This design comes from an exercise in tuning for a short achievable clock period and few clock cycles per item on the open sky130 flow, not from production work. Function was checked by simulation only, so behaviour that the tests miss may differ from the original.

`flow/run.sh`:
```
#!/bin/bash
# synth_recipe.tcl (not shown) runs the flow's synth.tcl, then flattens the netlist and writes it again
# the make line also repeats each setting of config.mk as NAME=value (left out here)
make -C /OpenROAD-flow-scripts/flow DESIGN_CONFIG=/design/flow/config.mk WORK_HOME=/design/flow/orfs CLKGATE_MAP_FILE= SYNTH_SCRIPT=/design/flow/synth_recipe.tcl finish
```
`flow/design.v`:
```
module tm_policer (
    input  wire        clk,
    input  wire        rst,
    input  wire        req_valid,
    output wire        req_ready,
    input  wire        req_write,          
    input  wire [2:0]  req_index,
    input  wire [31:0] req_time,
    input  wire [13:0] req_len,
    input  wire [1:0]  req_colour,
    input  wire [27:0] req_cir,
    input  wire [23:0] req_cbs,
    input  wire [27:0] req_pir,
    input  wire [23:0] req_pbs,
    input  wire [1:0]  req_mode,
    input  wire        req_colour_aware,
    input  wire        req_red_drop,
    output reg         rsp_valid,
    output reg  [1:0]  rsp_colour,
    output reg         rsp_drop,
    output reg         rsp_refused
);
    localparam [27:0] UNSHAPED = 28'hFFF_FFFF;
    localparam [1:0]  GREEN = 2'd0, YELLOW = 2'd1, RED = 2'd2;
    localparam signed [48:0] FLOOR = -(49'sd1 <<< 47);
    reg [27:0] cir  [0:7];
    reg [23:0] cbs  [0:7];
    reg [27:0] pir  [0:7];
    reg [23:0] pbs  [0:7];
    reg [1:0]  mode [0:7];
    reg        caw  [0:7];
    reg        rdrop[0:7];
    reg [47:0] lvl_c[0:7];
    reg [47:0] lvl_e[0:7];
    reg [31:0] t_last[0:7];
    reg        busy;
    reg        q_write;
    reg [2:0]  q_index;
    reg [31:0] q_time;
    reg [13:0] q_len;
    reg [1:0]  q_colour;
    reg [27:0] q_cir;
    reg [23:0] q_cbs;
    reg [27:0] q_pir;
    reg [23:0] q_pbs;
    reg [1:0]  q_mode;
    reg        q_caw;
    reg        q_rdrop;
    assign req_ready = !busy;
    wire [27:0] r_cir   = cir[q_index];
    wire [23:0] r_cbs   = cbs[q_index];
    wire [27:0] r_pir   = pir[q_index];
    wire [23:0] r_pbs   = pbs[q_index];
    wire [1:0]  r_mode  = mode[q_index];
    wire        r_caw   = caw[q_index];
    wire        r_rdrop = rdrop[q_index];
    wire [47:0] r_c     = lvl_c[q_index];
    wire [47:0] r_e     = lvl_e[q_index];
    wire [31:0] r_t     = t_last[q_index];
    wire        t_later = q_time > r_t;
    wire [31:0] dt      = t_later ? (q_time - r_t) : 32'd0;
    wire [31:0] t_fill  = t_later ? q_time : r_t;
    wire [59:0] prod_c = r_cir * dt;
    wire [59:0] prod_e = r_pir * dt;
    wire signed [61:0] sum_c = $signed({{14{r_c[47]}}, r_c}) + $signed({2'b00, prod_c});
    wire signed [61:0] sum_e = $signed({{14{r_e[47]}}, r_e}) + $signed({2'b00, prod_e});
    wire signed [61:0] cap_c = $signed({18'd0, r_cbs, 20'd0});
    wire signed [61:0] cap_e = $signed({18'd0, r_pbs, 20'd0});
    wire [47:0] fill_c = (r_cir == UNSHAPED) ? r_c :
                         (sum_c > cap_c) ? cap_c[47:0] : sum_c[47:0];
    wire [47:0] fill_e = (r_pir == UNSHAPED) ? r_e :
                         (sum_e > cap_e) ? cap_e[47:0] : sum_e[47:0];
    wire signed [48:0] units   = $signed({15'd0, q_len, 20'd0});
    wire               c_has   = (r_cir == UNSHAPED) || ($signed({fill_c[47], fill_c}) >= units);
    wire               e_has   = (r_pir == UNSHAPED) || ($signed({fill_e[47], fill_e}) >= units);
    wire signed [48:0] diff_c  = $signed({fill_c[47], fill_c}) - units;
    wire signed [48:0] diff_e  = $signed({fill_e[47], fill_e}) - units;
    wire [47:0] take_c = (r_cir == UNSHAPED) ? fill_c :
                         (diff_c < FLOOR) ? FLOOR[47:0] : diff_c[47:0];
    wire [47:0] take_e = (r_pir == UNSHAPED) ? fill_e :
                         (diff_e < FLOOR) ? FLOOR[47:0] : diff_e[47:0];
    wire [1:0] c_in  = (q_colour == 2'd3) ? RED : q_colour;
    wire [1:0] c_eff = r_caw ? c_in : GREEN;
    reg  [1:0]  m_colour;
    reg         m_drop;
    reg  [47:0] m_c;
    reg  [47:0] m_e;
    always @(*) begin
        m_colour = c_in;
        m_drop   = 1'b0;
        m_c      = fill_c;
        m_e      = fill_e;
        case (r_mode)
            2'd0: begin    
                if (c_eff == RED || r_pir == 28'd0 || !e_has) begin
                    m_colour = RED;
                end else if (c_eff == YELLOW || r_cir == 28'd0 || !c_has) begin
                    m_colour = YELLOW;
                    m_e      = take_e;
                end else begin
                    m_colour = GREEN;
                    m_c      = take_c;
                    m_e      = take_e;
                end
                m_drop = (m_colour == RED) && r_rdrop;
            end
            2'd1: begin    
                if (c_eff == GREEN && r_cir != 28'd0 && c_has) begin
                    m_colour = GREEN;
                    m_c      = take_c;
                end else if (c_eff != RED && r_pir != 28'd0 && e_has) begin
                    m_colour = YELLOW;
                    m_e      = take_e;
                end else begin
                    m_colour = RED;
                end
                m_drop = (m_colour == RED) && r_rdrop;
            end
            2'd2: begin    
                if (r_cir != 28'd0 && c_has) begin
                    m_colour = c_in;
                    m_c      = take_c;
                end else begin
                    m_drop   = 1'b1;
                end
            end
            default: begin    
                m_colour = c_in;
            end
        endcase
    end
    wire        w_refused = (q_mode != 2'd3) && (q_cbs == 24'd0 || q_pbs == 24'd0);
    wire [47:0] new_cap_c = {4'd0, q_cbs, 20'd0};
    wire [47:0] new_cap_e = {4'd0, q_pbs, 20'd0};
    wire [47:0] old_c     = (r_mode == 2'd3) ? r_c : fill_c;
    wire [47:0] old_e     = (r_mode == 2'd3) ? r_e : fill_e;
    wire [47:0] w_c = (q_mode != r_mode) ? new_cap_c :
                      ($signed(old_c) < $signed(new_cap_c)) ? old_c : new_cap_c;
    wire [47:0] w_e = (q_mode != r_mode) ? new_cap_e :
                      ($signed(old_e) < $signed(new_cap_e)) ? old_e : new_cap_e;
    integer i;
    always @(posedge clk) begin
        if (rst) begin
            busy        <= 1'b0;
            rsp_valid   <= 1'b0;
            rsp_colour  <= 2'd0;
            rsp_drop    <= 1'b0;
            rsp_refused <= 1'b0;
            for (i = 0; i < 8; i = i + 1) begin
                cir[i]    <= 28'd0;
                cbs[i]    <= 24'd0;
                pir[i]    <= 28'd0;
                pbs[i]    <= 24'd0;
                mode[i]   <= 2'd3;
                caw[i]    <= 1'b0;
                rdrop[i]  <= 1'b0;
                lvl_c[i]  <= 48'd0;
                lvl_e[i]  <= 48'd0;
                t_last[i] <= 32'd0;
            end
        end else begin
            rsp_valid <= 1'b0;
            if (!busy) begin
                if (req_valid) begin
                    busy     <= 1'b1;
                    q_write  <= req_write;
                    q_index  <= req_index;
                    q_time   <= req_time;
                    q_len    <= req_len;
                    q_colour <= req_colour;
                    q_cir    <= req_cir;
                    q_cbs    <= req_cbs;
                    q_pir    <= req_pir;
                    q_pbs    <= req_pbs;
                    q_mode   <= req_mode;
                    q_caw    <= req_colour_aware;
                    q_rdrop  <= req_red_drop;
                end
            end else begin
                busy      <= 1'b0;
                rsp_valid <= 1'b1;
                if (q_write) begin
                    rsp_colour  <= 2'd0;
                    rsp_drop    <= 1'b0;
                    rsp_refused <= w_refused;
                    if (!w_refused) begin
                        cir[q_index]    <= q_cir;
                        cbs[q_index]    <= q_cbs;
                        pir[q_index]    <= q_pir;
                        pbs[q_index]    <= q_pbs;
                        mode[q_index]   <= q_mode;
                        caw[q_index]    <= q_caw;
                        rdrop[q_index]  <= q_rdrop;
                        lvl_c[q_index]  <= w_c;
                        lvl_e[q_index]  <= w_e;
                        t_last[q_index] <= q_time;
                    end
                end else begin
                    rsp_colour  <= m_colour;
                    rsp_drop    <= m_drop;
                    rsp_refused <= 1'b0;
                    if (r_mode != 2'd3) begin
                        lvl_c[q_index]  <= m_c;
                        lvl_e[q_index]  <= m_e;
                        t_last[q_index] <= t_fill;
                    end
                end
            end
        end
    end
endmodule
```
`flow/config.mk`:
```
export PLATFORM = sky130hd
export DESIGN_NAME = tm_policer
export DESIGN_NICKNAME = tm_policer
export VERILOG_FILES = /design/flow/design.v
export SDC_FILE = /design/flow/constraint.sdc
export NUM_CORES = 4
export LEC_CHECK = 0
export CAP_MARGIN = 20
export CORE_MARGIN = 2
export CORE_UTILIZATION = 40
export PLACE_DENSITY = 0.6
export SLEW_MARGIN = 20
```
`flow/constraint.sdc`:
```
create_clock -name core_clock -period 22.0 [get_ports {clk}]
set_input_delay 4.4000 -clock core_clock [delete_from_list [all_inputs] [get_ports {clk}]]
set_output_delay 4.4000 -clock core_clock [all_outputs]
set_load 0.01 [all_outputs]
```
==> run notes <==
[flip-flops by register name (all words and copies together), names as in the netlist, 3 cells and up, named ones only]
| name | cells |
|---|---|
| caw | 8 |
| cbs | 192 |
| cir | 224 |
| lvl_c | 384 |
| lvl_e | 384 |
| mode | 16 |
| pbs | 192 |
| pir | 224 |
| q_cbs | 24 |
| q_cir | 28 |
| q_index | 3 |
| q_len | 14 |
| q_pbs | 24 |
| q_pir | 28 |
| q_time | 32 |
| rdrop | 8 |
| t_last | 256 |
[worst max-delay path, delay by kind of cell, from the launching register on]
family,cells,cell delay (ns)
AO/OA/AOI/OAI,52,9.60
XOR/XNOR,2,0.35
adder cells (fa/ha/maj),13,5.07
buffers and inverters,16,1.89
flip-flops,1,0.41
multiplexers,2,0.81
AND/OR/NAND/NOR,15,2.85
[repair_timing]
item                       in CTS  in global routing
setup endpoints to repair     771                771
buffers inserted                5                 31
gates cloned                    0                  5
pin swaps                       0                 57
resized for setup              22                228
[final cells by class]
class / instances / area share [%]
Antenna cell: 5 / 0.00687
Clock buffer: 265 / 3.10
Tap cell: 5287 / 3.63
Inverter: 1998 / 4.12
Clock inverter: 123 / 0.755
Multi-Input combinational cell: 9928 / 49.8
Sequential cell: 2057 / 33.9
Timing Repair Buffer: 960 / 4.70
[per-layer routing]
layer  vias up  GRT usage [%]  routed length (um)
li1      50784              -                   -
met1     60780           36.9              223000
met2      6161           44.0              261000
met3      1153           4.61               52500
met4        14           12.5               31300
met5         -              0                 126
[through the flow]
stage               utilization (%)  setup WS [ns]  area (sq um)  hold WS (ns)
floorplan                         -        -0.0127        162000         0.522
global placement               43.2         -0.782        174000         0.489
detailed placement             43.2         -0.932        174000         0.481
CTS                            45.0         0.0201        181000         0.501
global route                   45.3         -0.108        182000         0.521
finish                         45.3          0.767        182000         0.500
[how the worst min path moves through the flow]
stage / endpoint / from / cells after the start / slack [ns]
2_1_floorplan: rsp_colour[1] / rsp_colour[1] / 1 / 0.52
3_3_place_gp: rsp_refused / rsp_refused / 2 / 0.49
3_5_place_dp: rsp_colour[1] / rsp_colour[1] / 1 / 0.48
4_1_cts: rsp_refused / rsp_refused / 2 / 0.50
5_1_grt: rsp_colour[1] / rsp_colour[1] / 1 / 0.52
6_report: rsp_refused / rsp_refused / 2 / 0.50
[synthesized netlist by cell type (153+ instances only)]
master and n:
fa_1 1561, and3_1 427, o21ai_0 287, nor3_1 173, xnor2_1 153, a21oi_1 419, inv_1 1949, clkbuf_1 692
edfxtp_1 2048, ha_1 708, mux4_2 472, o22ai_1 196, nor2_1 2337, nand2_1 1333, mux2i_1 203, and2_1 197
[cells by family (layout without fill, tap and decap cells)]
| group | Yosys count | count (layout) | synth area share, % |
|---|---|---|---|
| simple gates | 5076 | 5076 | 13.9 |
| xor+xnor | 244 | 244 | 1.33 |
| compound gates | 1557 | 1557 | 6.28 |
| flops | 2057 | 2057 | 38.3 |
| fa+ha+maj | 2269 | 2269 | 24.9 |
| buf+inv | 2856 | 3346 | 6.73 |
| mux | 782 | 782 | 8.60 |
| other cells | 0 | 5 | 0 |
==> summary.md <==
| Metric | Value |
|---|---|
| Reg-to-reg slack, setup | `0.77 ns` |
| Nets | `between 15000 and 20000` |
| Setup TNS Final | `0 ns` |
| Worst-path clk slew | `approximately 0.07 ns` |
| Top_reg_cell synth | `edfxtp_1` |
| Critical path's slowest cell | `fa_1` |
| FF-to-FF path depth | `100` |
| FF/Latch Area | `a little over 60000 sq um` |
| Commonest non-fill, non-tap cell in the layout | `nor2_1` |
| Sequential area share after synthesis | `38.3%` |
| First-pass GRT wire length | `approximately 830000 um` |
| Syn avg cell area | `10.9 sq um` |
| Actual slew at the worst max-slew pin | `approximately 1.2 ns` |
| Most common cell on crit path | `o21ai_1` |
| Relative slew slack | `between 10% and 20%` |
| Avg WL per Cell | `around 28 um` |
| Yosys cell types | `110` |
| Multi-input gate area | `90700 sq um` |
| Seq cells post-synth | `between 2000 and 2500` |
| Fmax | `47.1 MHz` |
| Die H | `639 um` |
| Fraction of registers with async set/reset | `0%` |
| Final Max Tran Viols | `0` |
| Synth top area share | `between 30% and 40%` |
| Vias | `around 120k` |
| Critical path class | `register to register` |
| H-tree depth | `4` |
| R2R Path End | `lvl_c[1][3]` |
| Max_cap viols | `0` |
| Gpl congestion | `between 1 and 1.5` |
| Filler Cell Count | `37216` |
| Top post-synthesis cells by area | `edfxtp_1, fa_1, mux4_2` |
| DIE WIDTH | `approximately 640 um` |
| HPWL after DPL | `approximately 410000 um` |
| Worst setup path end | `lvl_c[1][3]` |
| Worst-path maximum fanout | `18` |
| PortBufs | `approximately 170` |
| Fin crit share | `between 90% and 100%` |
| DRT Pass-1 Iters | `6` |
| Crit path DAT | `~22 ns` |
| WP data required | `between 20 and 25 ns` |
| Latest clock arrival within the worst-skew pair | `between 0.9 and 1 ns` |
| Final hold viol count | `0` |
| Vias in the first global route | `roughly 120k` |
| Area leader, netlist | `edfxtp_1` |
| Clock Tree Buf Depth | `4` |
| Post-CTS Hold Buffers | `0` |
| Synth Instances | `roughly 15000` |
| Worst Hold Class | `register to register` |
| Cell Area, Synth | `between 150000 and 200000 sq um` |
| Clock Skew | `around 0.12 ns` |
| Post-Syn Nets | `around 17000` |
| Worst Setup End Kind | `register` |
| Row Count | `between 200 and 250` |
| Most frequent cells in the layout | `nor2_1, edfxtp_1, inv_1` |
| Final setup fails | `0` |
| TritonCTS clock tree | `built` |
| Largest net degree at the start of global routing | `~220` |
| Initial antenna violation count | `20` |
| Cell Count Post-Placement | `around 20000` |
| CTS Root Cell | `clkbuf_16` |
| Tot GR Track Use | `27.6%` |
| Antenna-violating nets left | `0` |
| TritonCTS Buffers | `214` |
| Crit-path max cell delay | `0.55 ns` |
| Clk sink count | `2057` |
| IO Count | `approximately 170` |
| Finished Layout Cells | `20623` |
| Share of cells above drive strength 1 | `between 10% and 20%` |
| Run status | `finished clean` |
| GR Overflow Total | `0` |
| Area growth, synth to finish | `12.9%` |
| Starting Density | `40.1%` |
| Critical path startpoint category | `register` |
| Core area | `just over 400000 sq um` |
| DR DRC count | `0` |
| Starting DRT DRC Count | `13369` |
| Yosys warnings | `1` |
| EDFF count, synth | `just over 2000` |
| DR vias/cell | `5.77` |
| Final wirelength | `568000 um` |
| Die area | `408000 sq um` |
| Final min period | `21.23 ns` |
Testbench counts, summed over its fixed seeds: cycles 48,008, items 24,000.

[what the ideal ports hide]
The results above use ideal ports. As a check the final layout listed here was re-extracted and re-timed, cells and wires unchanged. Step 1 (the two cells are an assumption about what drives the block):
set clk [get_ports {clk}]
set_driving_cell -lib_cell sky130_fd_sc_hd__clkbuf_16 $clk
set_driving_cell -lib_cell sky130_fd_sc_hd__buf_2 [delete_from_list [all_inputs] $clk]
Step 2 times the ports against the registers' clock, not the clock port: input delays grow and output delays shrink by t, the midpoint of the rising clock arrivals with the driver on. Three values: ideal ports, drivers, drivers and shift; two values: the first two.
t, ns: 1.026
setup slack, ns: 0.767 / 0.767 / 0.767
latest minus earliest clock arrival (ns): 0.119 / 0.120
After both steps this run still meets setup and hold. The setup slack of this run moves by 0.000 ns with the drivers and by 0.000 ns with both steps.
